From an optimization exercise on the open Yosys and OpenROAD flow, aimed at small area and a short achievable clock period; shortcuts taken in it are not production practice.
At most, simulation tests tie the RTL to the original design; equivalence was not proved.
Power figures rest on the tool's default switching activity, not on a simulated workload.

onyx:
==> flow/design.v <==
module capu (
    input  wire        clk,
    input  wire [31:0] cur,           
    input  wire [31:0] w1,            
    input  wire [31:0] disp,          
    input  wire [1:0]  size,          
    output wire [33:0] base,          
    output wire [33:0] top,
    output wire [33:0] rep_lo,
    output wire [33:0] rep_hi,
    output wire [33:0] addr,          
    output wire        in_bounds,     
    output wire        rep_ok,        
    input  wire [32:0] b0,            
    input  wire [32:0] t0,
    output wire [4:0]  enc_e,
    output wire [9:0]  enc_b,
    output wire [9:0]  enc_t,
    output wire [32:0] enc_base,
    output wire [32:0] enc_top
);
    integer i;
    wire [4:0] e      = w1[31:27];
    wire       sealed = w1[6];
    wire [9:0] bm     = sealed ? {w1[26:20], 3'b000} : w1[26:17];
    wire [9:0] tm     = sealed ? {w1[19:13], 3'b000} : w1[16:7];
    wire       is22   = (e == 5'd22);
    reg [31:0] lm;                        
    always @(*)
        for (i = 0; i < 32; i = i + 1)
            lm[i] = (i < e + 10);
    wire [31:0] bmg = {22'd0, bm} << e;
    wire [31:0] tmg = {22'd0, tm} << e;
    wire [9:0] cpos;
    capu_win u_cp (.x({1'b0, cur}), .e(e), .y(cpos));
    wire kb  = ~is22 & (sealed ? (cpos < {w1[26:20], 3'b000}) : (cpos < w1[26:17]));
    wire tlt = (tm < bm);
    wire ktp = is22 ? (tm == 10'd0) : (tlt & ~kb);    
    wire ktn = ~is22 & ~tlt & kb;                     
    wire [31:0] hu = cur | lm;            
    wire [31:0] hv = cur & ~lm;           
    wire [31:0] pa, po;                   
    capu_pfx #(32) u_pa (.g({31'd0, hu[0]}), .p(hu), .o(pa));
    capu_pfx #(32) u_po (.g(hv), .p({32{1'b1}}), .o(po));
    wire [32:0] ci  = {pa, 1'b1} & ~{1'b0, lm};
    wire [32:0] bi  = ~{po, 1'b0} & ~{1'b0, lm};
    wire [32:0] hh  = {1'b0, hv};
    wire [32:0] b33 = (hh ^ ({33{kb}} & bi)) | {1'b0, bmg};
    wire [32:0] r33 = (hh ^ ({33{~kb}} & ci)) | {1'b0, bmg};
    wire [32:0] t33 = (hh ^ (({33{ktp}} & ci) | ({33{ktn}} & bi))) | {1'b0, tmg};
    wire [33:0] a;                        
    capu_add #(34) u_a (.x({2'b00, cur}), .y({{2{disp[31]}}, disp}), .ci(1'b0), .s(a));
    reg [32:0] base_r, rh_r;
    reg [33:0] top_r, a_r;
    reg [1:0]  sz_r;
    reg        is22_r;
    always @(posedge clk) begin
        base_r <= b33;
        top_r  <= {ktn & bi[32], t33};
        rh_r   <= {r33[32], r33[31:0] & ~{32{r33[32]}}};    
        a_r    <= a;
        sz_r   <= size;
        is22_r <= is22;
    end
    wire [33:0] b_v = {base_r[32], base_r};
    wire ge_b = $signed(a_r) >= $signed(b_v);
    wire lt_r = $signed(a_r) < $signed({1'b0, rh_r});
    wire [2:0]  sm1 = (3'd1 << sz_r) - 3'd1;
    wire [34:0] xa  = {a_r[33], a_r};
    wire [34:0] xt  = ~{top_r[33], top_r};
    wire [34:0] xs  = {32'd0, sm1};
    wire [34:0] cs  = xa ^ xt ^ xs;
    wire [35:0] cc  = {(xa & xt) | (xa & xs) | (xt & xs), 1'b1};
    wire [34:0] cy;
    capu_pfx #(35) u_t (.g({cs[34:1] & cc[34:1], (cs[0] & cc[0])}), .p(cs ^ cc[34:0]), .o(cy));
    wire lt_t = cs[34] ^ cc[34] ^ cy[33];
    assign base      = b_v;
    assign rep_lo    = is22_r ? 34'd0 : b_v;
    assign top       = top_r;
    assign rep_hi    = {1'b0, rh_r};
    assign addr      = a_r;
    assign in_bounds = ge_b & lt_t;
    assign rep_ok    = (is22_r ? ~a_r[33] : ge_b) & lt_r;
    wire [32:0] l;
    capu_add #(33) u_l (.x(t0), .y(~b0), .ci(1'b1), .s(l));
    wire [32:0] bw = l ^ t0 ^ b0;         
    wire [32:0] tor;                      
    capu_pfx #(33) u_st (.g(t0), .p({33{1'b1}}), .o(tor));
    wire [32:0] st = {tor[31:0], 1'b0};   
    reg  [32:0] lr;
    wire [32:0] lorr;
    always @(*)
        for (i = 0; i < 33; i = i + 1)
            lr[i] = l[32 - i];
    capu_pfx #(33) u_lo (.g(lr), .p({33{1'b1}}), .o(lorr));
    reg  [33:0] lor;                      
    always @(*) begin
        lor[33] = 1'b0;
        for (i = 0; i < 33; i = i + 1)
            lor[i] = lorr[32 - i];
    end
    reg [21:0] xm;
    reg [8:0]  w;
    always @(*)
        for (i = 0; i < 22; i = i + 1) begin
            w     = l[i+8 -: 9];          
            xm[i] = lor[i+10] | (l[i+9] &
                    ((&w[8:6] & (|w[5:0] | bw[i] | st[i])) |
                     (&w[8:7] & ~w[6] & &w[5:0] & bw[i] & st[i])));
        end
    reg [32:0] b0_r, tm1_r;
    reg [21:0] em_r;
    always @(posedge clk) begin
        b0_r  <= b0;
        tm1_r <= t0 ^ ~st;                
        em_r  <= xm;
    end
    wire [32:0] em = {11'd0, em_r};
    wire [4:0]  xe;                       
    assign xe[4] = em_r[15];
    assign xe[3] = em_r[7] & ~em_r[15];
    assign xe[2] = (em_r[3] & ~em_r[7]) | (em_r[11] & ~em_r[15]) | em_r[19];
    assign xe[1] = (em_r[1] & ~em_r[3]) | (em_r[5] & ~em_r[7]) | (em_r[9] & ~em_r[11]) |
                   (em_r[13] & ~em_r[15]) | (em_r[17] & ~em_r[19]) | em_r[21];
    assign xe[0] = (em_r[0] & ~em_r[1]) | (em_r[2] & ~em_r[3]) | (em_r[4] & ~em_r[5]) |
                   (em_r[6] & ~em_r[7]) | (em_r[8] & ~em_r[9]) | (em_r[10] & ~em_r[11]) |
                   (em_r[12] & ~em_r[13]) | (em_r[14] & ~em_r[15]) | (em_r[16] & ~em_r[17]) |
                   (em_r[18] & ~em_r[19]) | (em_r[20] & ~em_r[21]);
    wire [32:0] ty = tm1_r | em;
    wire [32:0] ta;                       
    capu_pfx #(33) u_ta (.g({32'd0, ty[0]}), .p(ty), .o(ta));
    wire [9:0] wb, wt;
    capu_win u_wb (.x(b0_r), .e(xe), .y(wb));
    capu_win u_wt (.x(tm1_r), .e(xe), .y(wt));
    assign enc_e    = xe;
    assign enc_base = b0_r & ~em;
    assign enc_top  = ty ^ {ta[31:0], 1'b1};
    assign enc_b    = wb;
    assign enc_t    = wt + 10'd1;
endmodule
module capu_pfx #(parameter N = 32) (
    input  wire [N-1:0] g,
    input  wire [N-1:0] p,
    output wire [N-1:0] o
);
    localparam LG = (N <= 2) ? 1 : (N <= 4) ? 2 : (N <= 8) ? 3 : (N <= 16) ? 4 : (N <= 32) ? 5 : 6;
    wire [N-1:0] gg [0:2*LG];
    wire [N-1:0] pp [0:2*LG];
    assign gg[0] = g;
    assign pp[0] = p;
    genvar l, i;
    generate
        for (l = 0; l < LG; l = l + 1) begin : up
            for (i = 0; i < N; i = i + 1) begin : b
                if ((i % (2 << l)) == (2 << l) - 1) begin : n
                    assign gg[l+1][i] = gg[l][i] | (pp[l][i] & gg[l][i-(1<<l)]);
                    assign pp[l+1][i] = pp[l][i] & pp[l][i-(1<<l)];
                end else begin : c
                    assign gg[l+1][i] = gg[l][i];
                    assign pp[l+1][i] = pp[l][i];
                end
            end
        end
        for (l = LG - 2; l >= 0; l = l - 1) begin : dn
            for (i = 0; i < N; i = i + 1) begin : b
                if ((i % (2 << l)) == (1 << l) - 1 && i >= (2 << l)) begin : n
                    assign gg[2*LG-1-l][i] = gg[2*LG-2-l][i] | (pp[2*LG-2-l][i] & gg[2*LG-2-l][i-(1<<l)]);
                    assign pp[2*LG-1-l][i] = pp[2*LG-2-l][i] & pp[2*LG-2-l][i-(1<<l)];
                end else begin : c
                    assign gg[2*LG-1-l][i] = gg[2*LG-2-l][i];
                    assign pp[2*LG-1-l][i] = pp[2*LG-2-l][i];
                end
            end
        end
    endgenerate
    assign o = gg[2*LG-1];
endmodule
module capu_add #(parameter N = 32) (
    input  wire [N-1:0] x,
    input  wire [N-1:0] y,
    input  wire         ci,
    output wire [N-1:0] s
);
    wire [N-1:0] p = x ^ y;
    wire [N-1:0] g = x & y;
    wire [N-1:0] c;
    capu_pfx #(N) u (.g({g[N-1:1], g[0] | (p[0] & ci)}), .p(p), .o(c));
    assign s = p ^ {c[N-2:0], ci};
endmodule
module capu_win (
    input  wire [32:0] x,
    input  wire [4:0]  e,
    output wire [9:0]  y
);
    wire [24:0] s16 = e[4] ? {8'd0, x[32:16]} : x[24:0];
    wire [16:0] s8  = e[3] ? s16[24:8] : s16[16:0];
    wire [12:0] s4  = e[2] ? s8[16:4]  : s8[12:0];
    wire [10:0] s2  = e[1] ? s4[12:2]  : s4[10:0];
    assign y = e[0] ? s2[10:1] : s2[9:0];
endmodule
==> flow/config.mk <==
export PLATFORM = sky130hd
export DESIGN_NAME = capu
export DESIGN_NICKNAME = capu
export VERILOG_FILES = /design/flow/design.v
export SDC_FILE = /design/flow/constraint.sdc
export NUM_CORES = 4
export LEC_CHECK = 0
export ABC_AREA = 1
export CAP_MARGIN = 30
export CORE_MARGIN = 2
export CORE_UTILIZATION = 40
export SLEW_MARGIN = 30
==> flow/constraint.sdc <==
create_clock -name core_clock -period 18.0 [get_ports {clk}]
set_input_delay 3.6000 -clock core_clock [delete_from_list [all_inputs] [get_ports {clk}]]
set_output_delay 3.6000 -clock core_clock [all_outputs]
set_load 0.01 [all_outputs]
standard.sh (not shown) runs the stock make flow with config.mk's settings and CLKGATE_MAP_FILE= SYNTH_SCRIPT=/design/flow/synth_recipe.tcl, a recipe that flattens the netlist after the stock synthesis.
==> flow/flow/run.sh <==
#!/bin/bash
# Standard layout, with buf_1 port buffers and the setup repair aiming for
# 11 ns of slack.
set -euo pipefail
bash standard.sh "BUFFER_PORTS_ARGS=-buffer_cell sky130_fd_sc_hd__buf_1" SETUP_SLACK_MARGIN=11 finish > layout.log 2>&1
Edits applied to the flow inputs when going from onyx to tundra:
-- flow/design.v --
<<< onyx, line 41
    wire [31:0] hv = cur & ~lm;           
    wire [31:0] pa, po;                   
    capu_pfx #(32) u_pa (.g({31'd0, hu[0]}), .p(hu), .o(pa));
    capu_pfx #(32) u_po (.g(hv), .p({32{1'b1}}), .o(po));
    wire [32:0] ci  = {pa, 1'b1} & ~{1'b0, lm};
    wire [32:0] bi  = ~{po, 1'b0} & ~{1'b0, lm};
>>> tundra, line 41
    wire [31:0] hv = cur & ~lm;           
    wire [31:0] pa, po;                   
    capu_pfs #(32) u_pa (.g({31'd0, hu[0]}), .p(hu), .o(pa));
    capu_pfs #(32) u_po (.g(hv), .p({32{1'b1}}), .o(po));
    wire [32:0] ci  = {pa, 1'b1} & ~{1'b0, lm};
    wire [32:0] bi  = ~{po, 1'b0} & ~{1'b0, lm};
<<< onyx, line 73
    wire [35:0] cc  = {(xa & xt) | (xa & xs) | (xt & xs), 1'b1};
    wire [34:0] cy;
    capu_pfx #(35) u_t (.g({cs[34:1] & cc[34:1], (cs[0] & cc[0])}), .p(cs ^ cc[34:0]), .o(cy));
    wire lt_t = cs[34] ^ cc[34] ^ cy[33];
    assign base      = b_v;
>>> tundra, line 73
    wire [35:0] cc  = {(xa & xt) | (xa & xs) | (xt & xs), 1'b1};
    wire [34:0] cy;
    capu_pfs #(35) u_t (.g({cs[34:1] & cc[34:1], (cs[0] & cc[0])}), .p(cs ^ cc[34:0]), .o(cy));
    wire lt_t = cs[34] ^ cc[34] ^ cy[33];
    assign base      = b_v;
<<< onyx, line 83
    assign rep_ok    = (is22_r ? ~a_r[33] : ge_b) & lt_r;
    wire [32:0] l;
    capu_add #(33) u_l (.x(t0), .y(~b0), .ci(1'b1), .s(l));
    wire [32:0] bw = l ^ t0 ^ b0;         
    wire [32:0] tor;                      
>>> tundra, line 83
    assign rep_ok    = (is22_r ? ~a_r[33] : ge_b) & lt_r;
    wire [32:0] l;
    capu_adds #(33) u_l (.x(t0), .y(~b0), .ci(1'b1), .s(l));
    wire [32:0] bw = l ^ t0 ^ b0;         
    wire [32:0] tor;                      
<<< onyx, line 93
        for (i = 0; i < 33; i = i + 1)
            lr[i] = l[32 - i];
    capu_pfx #(33) u_lo (.g(lr), .p({33{1'b1}}), .o(lorr));
    reg  [33:0] lor;                      
    always @(*) begin
>>> tundra, line 93
        for (i = 0; i < 33; i = i + 1)
            lr[i] = l[32 - i];
    capu_pfs #(33) u_lo (.g(lr), .p({33{1'b1}}), .o(lorr));
    reg  [33:0] lor;                      
    always @(*) begin
<<< onyx, line 129
    wire [32:0] ty = tm1_r | em;
    wire [32:0] ta;                       
    capu_pfx #(33) u_ta (.g({32'd0, ty[0]}), .p(ty), .o(ta));
    wire [9:0] wb, wt;
    capu_win u_wb (.x(b0_r), .e(xe), .y(wb));
>>> tundra, line 129
    wire [32:0] ty = tm1_r | em;
    wire [32:0] ta;                       
    capu_pfs #(33) u_ta (.g({32'd0, ty[0]}), .p(ty), .o(ta));
    wire [9:0] wb, wt;
    capu_win u_wb (.x(b0_r), .e(xe), .y(wb));
<<< onyx, line 176
    assign o = gg[2*LG-1];
endmodule
module capu_add #(parameter N = 32) (
    input  wire [N-1:0] x,
>>> tundra, line 176
    assign o = gg[2*LG-1];
endmodule
module capu_pfs #(parameter N = 32) (
    input  wire [N-1:0] g,
    input  wire [N-1:0] p,
    output wire [N-1:0] o
);
    localparam LG = (N <= 2) ? 1 : (N <= 4) ? 2 : (N <= 8) ? 3 : (N <= 16) ? 4 : (N <= 32) ? 5 : 6;
    wire [N-1:0] gg [0:LG];
    wire [N-1:0] pp [0:LG];
    assign gg[0] = g;
    assign pp[0] = p;
    genvar l, i;
    generate
        for (l = 0; l < LG; l = l + 1) begin : lv
            for (i = 0; i < N; i = i + 1) begin : b
                if ((i >> l) % 2 == 1) begin : n
                    assign gg[l+1][i] = gg[l][i] | (pp[l][i] & gg[l][((i >> l) << l) - 1]);
                    assign pp[l+1][i] = pp[l][i] & pp[l][((i >> l) << l) - 1];
                end else begin : c
                    assign gg[l+1][i] = gg[l][i];
                    assign pp[l+1][i] = pp[l][i];
                end
            end
        end
    endgenerate
    assign o = gg[LG];
endmodule
module capu_adds #(parameter N = 32) (
    input  wire [N-1:0] x,
    input  wire [N-1:0] y,
    input  wire         ci,
    output wire [N-1:0] s
);
    wire [N-1:0] p = x ^ y;
    wire [N-1:0] g = x & y;
    wire [N-1:0] c;
    capu_pfs #(N) u (.g({g[N-1:1], g[0] | (p[0] & ci)}), .p(p), .o(c));
    assign s = p ^ {c[N-2:0], ci};
endmodule
module capu_add #(parameter N = 32) (
    input  wire [N-1:0] x,
==> comparison <==
The minimum setup slack in the final design of tundra was inferior to that of onyx.
tundra vs onyx — number of nets in the synthesized netlist climbed by a few percent
Cmp tundra vs onyx: share of layout cells above drive strength 1 lower in tundra
Against onyx as the reference, tundra delivers a higher total area of multi-input combinational cells.
For onyx, the beginning of the critical path was w1[30], unlike tundra, where it was sz_r[1]$_DFF_P_.
Number of antenna violations at the first check in global routing: tundra vs onyx up 4
Relative to onyx, multi-input combinational gate total has increased by 7.4% in tundra.
[compare] base=onyx new=tundra: final total power now sits lower, number of tap cells added at floorplan now sits higher, static leakage power now sits higher, share of the core filled with cells now sits lower, post-route fraction of the period consumed by the critical path now sits at about the same level.
Detailed-route wire length grows by a few percent when moving from onyx to tundra.
The RTL of tundra was laid out without a check of its function.

==> static timing again, ports no longer ideal <==
The flow's constraints put no driver on any port. The routed layouts listed below were extracted and timed again, unchanged, in two steps.
Step 1: set_driving_cell puts a clkbuf_16 on clk and a buf_2 on each other input, an assumption about the parent block.
Step 2 times the ports against the registers' clock, not the clock port: input delays grow and output delays shrink by t, the midpoint of the rising clock arrivals with the driver on.
Slacks: ideal / step 1 / step 2; pairs: ideal / step 1.
run	shift t [ns]	setup WS [ns]	worst setup path after step 2	slew at the worst register clock pin (ns)
onyx	0.615	11.134 / 11.099 / 10.549	input to register	0.07 / 0.07
tundra	0.615	11.127 / 11.076 / 10.584	input to register	0.06 / 0.06
After both steps every run listed still meets setup and hold. For onyx, which loses most, drivers alone change the setup slack by -0.035 ns; drivers and shift together by -0.585 ns.
